This design comes from an exercise in tuning for small area on the open sky130 flow, not from production work. Where RTL was checked, it was by simulation tests only, not by an equivalence proof against the original.

==> trial 52: inputs <==
==> flow/design.v (excerpt) <==
module dec_chain (
    input  wire        clk,
    input  wire        rst,
    input  wire        in_valid,
    input  wire        in_first,       
    input  wire        in_clear,       
    input  wire [31:0] in_data,
    input  wire [31:0] cfg_st01,       
    input  wire [31:0] cfg_st23,       
    input  wire [95:0] cfg_gcorr,      
    input  wire        cfg_hold_zero,
    output reg         out_valid,
    output wire [31:0] out_data,
    output wire        out_settled,
    output wire        out_sat
);
Settings: LEC_CHECK=0, CAP_MARGIN=20, CORE_MARGIN=2, CORE_UTILIZATION=60, CTS_BUF_LIST=sky130_fd_sc_hd__clkbuf_8, SLEW_MARGIN=20; clock period 20.0 ns.
run.sh (not shown) runs the stock make flow with config.mk's settings and CLKGATE_MAP_FILE= SYNTH_SCRIPT=/design/flow/synth_recipe.tcl, a recipe that flattens the netlist after the stock synthesis.
==> inputs of build 49, as changes to trial 52 <==
--- a/flow/design.v
+++ b/flow/design.v
@@ -160,14 +160,22 @@
     endfunction
     reg  [35:0] acc;        
     reg         st;         
     wire [31:0] xin   = active ? acc[31:0] : in_data;
     wire        satin = active && acc[32];
-    wire [35:0] sum_h  = (z_j ? 36'd0 : s_j) + {{4{xin[31]}}, xin} - {{4{x_j[31]}}, x_j};
+    wire [35:0] sa = z_j ? 36'd0 : s_j;
+    wire [35:0] sb = {{4{xin[31]}}, xin};
+    wire [35:0] sc = ~{{4{x_j[31]}}, x_j};
+    wire [35:0] sum_h  = (sa ^ sb ^ sc) + {(sa[34:0] & sb[34:0]) | (sa[34:0] & sc[34:0]) | (sb[34:0] & sc[34:0]), 1'b1};
     wire [35:0] sum    = ldx ? {{4{in_data[31]}}, in_data} : sum_h;
     wire [2:0]  c      = m_j[3] ? 3'd4 : m_j[2] ? 3'd3 : m_j[1] ? 3'd2 : m_j[0] ? 3'd1 : 3'd0;
-    wire [35:0] mcand  = (first ? sum : s_j) << (3'd4 - c);
+    wire [35:0] msrc   = first ? sum : s_j;
+    wire [35:0] mcand  = ({36{c == 3'd4}} & msrc)
+                       | ({36{c == 3'd3}} & {msrc[34:0], 1'b0})
+                       | ({36{c == 3'd2}} & {msrc[33:0], 2'b0})
+                       | ({36{c == 3'd1}} & {msrc[32:0], 3'b0})
+                       | ({36{c == 3'd0}} & {msrc[31:0], 4'b0});
     wire        pw2 = ((m_j & (m_j + 4'd1)) == 4'd0);
     reg  [5:0]  gd;
     always @(*) begin
         case (sub)
             2'd0:    gd = ldx ? cfg_gcorr[5:0] : g_j[5:0];
==> flow/flow/run.sh (new file) <==
#!/bin/bash
# Standard layout, with smaller port buffers and no dummy loads in the clock tree.
set -euo pipefail
cd "$(dirname "$0")/.."
bash standard.sh \
  "CTS_ARGS=-sink_clustering_enable -repair_clock_nets -dont_use_dummy_load -sink_clustering_size 25 -sink_clustering_max_diameter 60" \
  "BUFFER_PORTS_ARGS=-buffer_cell sky130_fd_sc_hd__buf_1" \
  finish > flow.log 2>&1
==> flow/standard.sh (new file) <==
#!/bin/bash
# synth_recipe.tcl (not shown) runs the flow's synth.tcl, then flattens the netlist and writes it again
# the make line also repeats each setting of config.mk as NAME=value (left out here)
make -C /OpenROAD-flow-scripts/flow DESIGN_CONFIG=/design/flow/config.mk WORK_HOME=/design/flow/orfs CLKGATE_MAP_FILE= SYNTH_SCRIPT=/design/flow/synth_recipe.tcl "${@:-finish}"
- CTS_BUF_LIST: sky130_fd_sc_hd__clkbuf_8 -> unset
- CTS_CLUSTER_DIAMETER: unset -> 60
- CTS_CLUSTER_SIZE: unset -> 25
removed: flow/run.sh
==> inputs of build 38, as changes to trial 52 <==
==> flow/design.v (replaced) <==
module dec_stage (
    input  wire        clk,
    input  wire        clr,       
    input  wire [3:0]  m,         
    input  wire [3:0]  ph,        
    input  wire        take,      
    input  wire [31:0] x_in,      
    input  wire [35:0] sum_in,    
    output reg  [35:0] s,         
    output reg  [31:0] x,         
    output reg         ev         
);
    reg [479:0] ring;             
    reg [3:0]   wp;               
    reg         full;             
    reg         pend;             
    wire        upd  = pend && (ph == wp);
    wire [31:0] tap  = ring[479:448];
    wire        last = (wp == m - 4'd1);
    always @(posedge clk)
        ring <= {ring[447:0], upd ? x : tap};
    always @(posedge clk)
        if (take)
            x <= x_in;
        else if (upd)
            x <= full ? tap : 32'd0;
    always @(posedge clk) begin
        if (clr) begin
            s    <= 36'd0;
            wp   <= 4'd0;
            full <= 1'b0;
            pend <= 1'b0;
            ev   <= 1'b0;
        end else if (upd) begin
            wp   <= last ? 4'd0 : wp + 4'd1;
            full <= full | last;
            pend <= 1'b0;
            ev   <= 1'b1;
        end
        if (take && m != 4'd0) begin
            s    <= sum_in;
            pend <= 1'b1;
            ev   <= 1'b0;
        end
    end
endmodule
module dec_chain (
    input  wire        clk,
    input  wire        rst,
    input  wire        in_valid,
    input  wire        in_first,       
    input  wire        in_clear,       
    input  wire [31:0] in_data,
    input  wire [31:0] cfg_st01,       
    input  wire [31:0] cfg_st23,       
    input  wire [95:0] cfg_gcorr,      
    input  wire        cfg_hold_zero,
    output reg         out_valid,
    output wire [31:0] out_data,
    output wire        out_settled,
    output wire        out_sat
);
    wire ld = in_valid && in_clear;
    wire [3:0] c_m0 = cfg_st01[3:0]   - 4'd1;
    wire [3:0] c_m1 = cfg_st01[19:16] - 4'd1;
    wire [3:0] c_m2 = cfg_st23[3:0]   - 4'd1;
    wire [3:0] c_m3 = cfg_st23[19:16] - 4'd1;
    wire [3:0] c_lq0 = {1'b0, cfg_st01[14:12]};
    wire [3:0] c_lq1 = c_lq0 + {1'b0, cfg_st01[30:28]};
    wire [3:0] c_lq2 = c_lq1 + {1'b0, cfg_st23[14:12]};
    wire [3:0] c_lq3 = c_lq2 + {1'b0, cfg_st23[30:28]};
    reg [3:0]  m0, m1, m2, m3;           
    reg [3:0]  lq0, lq1, lq2, lq3;       
    reg [23:0] g0, g1, g2, g3;           
    reg        hold_zero;
    always @(posedge clk) begin
        if (rst) begin
            m0 <= 4'd0; m1 <= 4'd0; m2 <= 4'd0; m3 <= 4'd0;
            lq0 <= 4'd0; lq1 <= 4'd0; lq2 <= 4'd0; lq3 <= 4'd0;
            hold_zero <= 1'b0;
        end else if (ld) begin
            m0 <= c_m0; m1 <= c_m1; m2 <= c_m2; m3 <= c_m3;
            lq0 <= c_lq0; lq1 <= c_lq1; lq2 <= c_lq2; lq3 <= c_lq3;
            hold_zero <= cfg_hold_zero;
        end
        if (ld) begin
            g0 <= cfg_gcorr[23:0];
            g1 <= cfg_gcorr[47:24];
            g2 <= cfg_gcorr[71:48];
            g3 <= cfg_gcorr[95:72];
        end
    end
    reg       active;
    reg [3:0] k;
    reg       clr_d;        
    always @(posedge clk) begin
        if (rst) begin
            active <= 1'b0;
            clr_d  <= 1'b0;
        end else if (in_valid) begin
            active <= 1'b1;
            k      <= 4'd1;
            clr_d  <= in_clear;
        end else if (active) begin
            k <= k + 4'd1;
            if (k == 4'd15)
                active <= 1'b0;
        end
    end
    wire [3:0] step = in_valid ? 4'd0 : k;
    wire [1:0] sj   = step[3:2];           
    wire [1:0] sub  = step[1:0];           
    wire       run  = in_valid || active;
    wire       first = (sub == 2'd0);
    reg [7:0]  pos;
    reg [13:0] left;        
    reg [3:0] sp_m, sp_lq;
    always @(*) begin
        case (sub)
            2'd1:    begin sp_m = m1; sp_lq = lq0; end
            2'd2:    begin sp_m = m2; sp_lq = lq1; end
            default: begin sp_m = m3; sp_lq = lq2; end
        endcase
    end
    wire [13:0] sp_add = {10'd0, sp_m} << sp_lq;
    always @(posedge clk) begin
        if (rst) begin
            left <= 14'd0;
        end else if (in_valid) begin
            pos  <= in_first ? 8'd0 : pos + 8'd1;
            left <= in_clear ? {10'd0, c_m0} : (left == 14'd0) ? 14'd0 : left - 14'd1;
        end else if (active && clr_d && sj == 2'd0) begin
            left <= left + sp_add;
        end
    end
    wire settled = (left == 14'd0);
    function keep_at(input [7:0] ps, input [3:0] lq);
        keep_at = &(ps | (8'hFF << lq));
    endfunction
    wire [3:0] m0_e = ld ? c_m0 : m0;     
    reg [3:0]  m_j, lq_p;
    reg [23:0] g_j;
    reg [35:0] s_j;
    reg [31:0] x_j;
    wire [35:0] s0, s1, s2, s3;
    wire [31:0] x0, x1, x2, x3;
    wire        e0, e1, e2, e3;
    always @(*) begin
        case (sj)
            2'd0: begin m_j = m0_e; g_j = g0; s_j = ld ? 36'd0 : s0; x_j = (e0 && !ld) ? x0 : 32'd0; lq_p = 4'd0; end
            2'd1: begin m_j = m1; g_j = g1; s_j = s1; x_j = e1 ? x1 : 32'd0; lq_p = lq0; end
            2'd2: begin m_j = m2; g_j = g2; s_j = s2; x_j = e2 ? x2 : 32'd0; lq_p = lq1; end
            default: begin m_j = m3; g_j = g3; s_j = s3; x_j = e3 ? x3 : 32'd0; lq_p = lq2; end
        endcase
    end
    wire kp = keep_at(pos, lq_p);          
    wire k3 = keep_at(pos, lq3);           
    reg  [35:0] acc;        
    reg         st;         
    reg  [35:0] sumr;       
    wire [31:0] xin   = in_valid ? in_data : acc[31:0];
    wire        satin = !in_valid && acc[32];
    wire [35:0] sum    = s_j + {{4{xin[31]}}, xin} - {{4{x_j[31]}}, x_j};
    wire [2:0]  c      = m_j[3] ? 3'd4 : m_j[2] ? 3'd3 : m_j[1] ? 3'd2 : m_j[0] ? 3'd1 : 3'd0;
    wire [35:0] sum_sc = sum << (3'd4 - c);
    wire [35:0] mcand  = first ? sum_sc : sumr;
    wire        pw2 = ((m_j & (m_j + 4'd1)) == 4'd0);
    reg  [5:0]  gd;
    always @(*) begin
        case (sub)
            2'd0:    gd = ld ? cfg_gcorr[5:0] : g_j[5:0];
            2'd1:    gd = g_j[11:6];
            2'd2:    gd = g_j[17:12];
            default: gd = g_j[23:18];
        endcase
    end
    wire [5:0] dig = pw2 ? ((sub == 2'd3) ? 6'b100000 : 6'd0) : gd;
    wire signed [41:0] y = $signed(mcand) * $signed({1'b0, dig})
                         + $signed(first ? 36'd0 : acc);
    wire        stk   = st | (|y[7:0]);
    wire [32:0] trunc = y[41:9];
    wire        up    = y[8] & (stk | y[9]);
    wire [33:0] r     = {trunc[32], trunc} + {33'd0, up};
    wire        povf  = !r[33] & (r[32] | r[31]);
    wire        novf  = r[33] & !(r[32] & r[31]);
    wire        sat   = povf | novf;
    wire [31:0] xres  = povf ? 32'h7FFF_FFFF : novf ? 32'h8000_0000 : r[31:0];
    always @(posedge clk) begin
        if (sub == 2'd3)
            acc <= {3'd0, sat, xres};
        else
            acc <= y[41:6];
        st <= (st & !first) | (|y[5:0]);
        if (first)
            sumr <= sum_sc;
    end
    wire clr = rst || ld;
    wire tk0 = in_valid && !rst;
    wire tk1 = active && first && (sj == 2'd1) && kp;
    wire tk2 = active && first && (sj == 2'd2) && kp;
    wire tk3 = active && first && (sj == 2'd3) && kp;
    reg [3:0] ph;
    always @(posedge clk)
        if (rst || ph == 4'd14) ph <= 4'd0;
        else                    ph <= ph + 4'd1;
    dec_stage u_st0 (.clk(clk), .clr(clr), .m(m0_e),.ph(ph), .take(tk0), .x_in(xin), .sum_in(sum), .s(s0), .x(x0), .ev(e0));
    dec_stage u_st1 (.clk(clk), .clr(clr), .m(m1),  .ph(ph), .take(tk1), .x_in(xin), .sum_in(sum), .s(s1), .x(x1), .ev(e1));
    dec_stage u_st2 (.clk(clk), .clr(clr), .m(m2),  .ph(ph), .take(tk2), .x_in(xin), .sum_in(sum), .s(s2), .x(x2), .ev(e2));
    dec_stage u_st3 (.clk(clk), .clr(clr), .m(m3),  .ph(ph), .take(tk3), .x_in(xin), .sum_in(sum), .s(s3), .x(x3), .ev(e3));
    reg sticky;
    always @(posedge clk) begin
        if (clr)
            sticky <= 1'b0;
        else if (active && first && kp && satin)
            sticky <= 1'b1;
        else if (out_valid && sat)
            sticky <= 1'b1;
    end
    always @(posedge clk) begin
        if (rst) out_valid <= 1'b0;
        else     out_valid <= active && (k == 4'd14) && k3;
    end
    assign out_data    = (hold_zero && !settled) ? 32'd0 : xres;
    assign out_settled = settled;
    assign out_sat     = sticky | sat;
endmodule
- CORE_UTILIZATION: 60 -> 40
- CTS_BUF_LIST: sky130_fd_sc_hd__clkbuf_8 -> unset
==> inputs of build 50, as changes to trial 52 <==
--- a/flow/design.v
+++ b/flow/design.v
@@ -153,13 +153,10 @@
             default: begin m_j = m3; g_j = g3; s_j = s3; z_j = z3; x_j = e3 ? x3 : 32'd0; lq_p = lq2; end
         endcase
     end
     wire kp = keep_at(pos, lq_p);          
     wire k3 = keep_at(pos, lq3);           
-    function [83:0] csa(input [41:0] a, input [41:0] b, input [41:0] c);
-        csa = {((a & b) | (a & c) | (b & c)) << 1, a ^ b ^ c};
-    endfunction
     reg  [35:0] acc;        
     reg         st;         
     wire [31:0] xin   = active ? acc[31:0] : in_data;
     wire        satin = active && acc[32];
     wire [35:0] sum_h  = (z_j ? 36'd0 : s_j) + {{4{xin[31]}}, xin} - {{4{x_j[31]}}, x_j};
@@ -175,24 +172,12 @@
             2'd2:    gd = g_j[17:12];
             default: gd = g_j[23:18];
         endcase
     end
     wire [5:0] dig = pw2 ? ((sub == 2'd3) ? 6'b100000 : 6'd0) : gd;
-    wire [35:0] addend = first ? 36'h000_400_0000 : acc;
-    wire [41:0] r0 = {6'd0, ~(mcand[35] & dig[0]), mcand[34:0] & {35{dig[0]}}};
-    wire [41:0] r1 = {5'd0, ~(mcand[35] & dig[1]), mcand[34:0] & {35{dig[1]}}, 1'd0};
-    wire [41:0] r2 = {4'd0, ~(mcand[35] & dig[2]), mcand[34:0] & {35{dig[2]}}, 2'd0};
-    wire [41:0] r3 = {3'd0, ~(mcand[35] & dig[3]), mcand[34:0] & {35{dig[3]}}, 3'd0};
-    wire [41:0] r4 = {2'd0, ~(mcand[35] & dig[4]), mcand[34:0] & {35{dig[4]}}, 4'd0};
-    wire [41:0] r5 = {1'd0, ~(mcand[35] & dig[5]), mcand[34:0] & {35{dig[5]}}, 5'd0};
-    wire [41:0] r6 = {6'b100000, ~addend[35], addend[34:0]};     
-    wire [83:0] l1a = csa(r0, r1, r2);
-    wire [83:0] l1b = csa(r3, r4, r5);
-    wire [83:0] l2a = csa(l1a[41:0], l1a[83:42], l1b[41:0]);
-    wire [83:0] l2b = csa(l1b[83:42], r6, l2a[41:0]);
-    wire [83:0] l3a = csa(l2a[83:42], l2b[41:0], l2b[83:42]);
-    wire [41:0] y = l3a[41:0] + l3a[83:42];
+    wire signed [41:0] y = $signed(mcand) * $signed({1'b0, dig})
+                         + $signed(first ? 36'h000_400_0000 : acc);
     wire        tie   = !(st | (|y[8:0]));
     wire [32:0] trunc = y[41:9];
     wire [31:0] r     = {trunc[31:1], trunc[0] & !tie};
     wire        povf  = !trunc[32] & trunc[31];
     wire        novf  = trunc[32] & !trunc[31];
- CORE_UTILIZATION: 60 -> 40
- CTS_BUF_LIST: sky130_fd_sc_hd__clkbuf_8 -> sky130_fd_sc_hd__clkbuf_4
==> notes.md <==
* Run status: no timing/DRC/antenna violations
* Max Fclk at roughly 51 MHz
* Worst reg-to-reg path cell count at 48
* Post-Synthesis Cells at ~6400
* Initial antenna violation count at 12
* Die area at just over 200000 um2
* Met3 Track Usage GR at 2.84%
* DR vias at 47300
* Post-Syn Area at approximately 79000 um2
* CP Max Fanout at 15
-- figures above: build 38

==> notes.md <==
* Die area at approximately 130000 um2
* Worst reg-to-reg path cell count at 37
* Max Fclk at between 50 and 60 MHz
* Met3 Track Usage GR at 3.82%
* CP Max Fanout at 14
* DR vias at slightly above 40000
* Initial antenna violation count at 17
* Run status: no timing/DRC/antenna violations
-- figures above: build 49

==> notes.md <==
* Run status: no timing/DRC/antenna violations
* Initial antenna violation count at 19
* Met3 Track Usage GR at under 10%
* Post-Synthesis Cells at 5893
* Worst reg-to-reg path cell count at 34
* CP Max Fanout at 11
-- figures above: build 50

==> notes.md <==
* Post-Syn Area at around 77000 um2
* Initial antenna violation count at 11
* CP Max Fanout at 28
* DR vias at around 43000
* Run status: no timing/DRC/antenna violations
* Max Fclk at 52.3 MHz
-- figures above: trial 52

No functional check of the RTL was part of trial 52 and build 50.

static timing again, ports no longer ideal:
How much do the figures lean on ideal ports? The routed layouts below were timed once more, with nothing changed but the port constraints. Step 1, drivers: a clkbuf_16 drives clk and a buf_2 each remaining input, both assumed. Step 2 moves the port delays by t, midway between the first and last clock arrival at a register: inputs arrive t later, outputs are due t later. That takes back most of the time a late clock gives input paths. Slacks: ideal / step 1 / step 2; pairs: ideal / step 1.
run | shift t [ns] | slack for setup (ns) | worst setup path after step 2 | clock arrival spread, ns | worst data-port slew with drivers (ns)
trial 52 | 1.008 | 0.873 / 0.843 / 0.843 | input to output | 0.125 / 0.125 | 0.14
build 49 | 0.815 | 0.785 / 0.765 / 0.765 | input to output | 0.115 / 0.114 | 0.17
build 38 | 0.938 | 0.386 / 0.338 / 0.338 | input to output | 0.066 / 0.066 | 0.10
build 50 | 1.297 | 0.851 / 0.745 / 0.745 | input to output | 0.115 / 0.115 | 0.20
After both steps setup and hold are still met in every run listed. For build 50, which loses most, drivers alone change the setup slack by -0.106 ns; drivers and shift together by -0.106 ns.
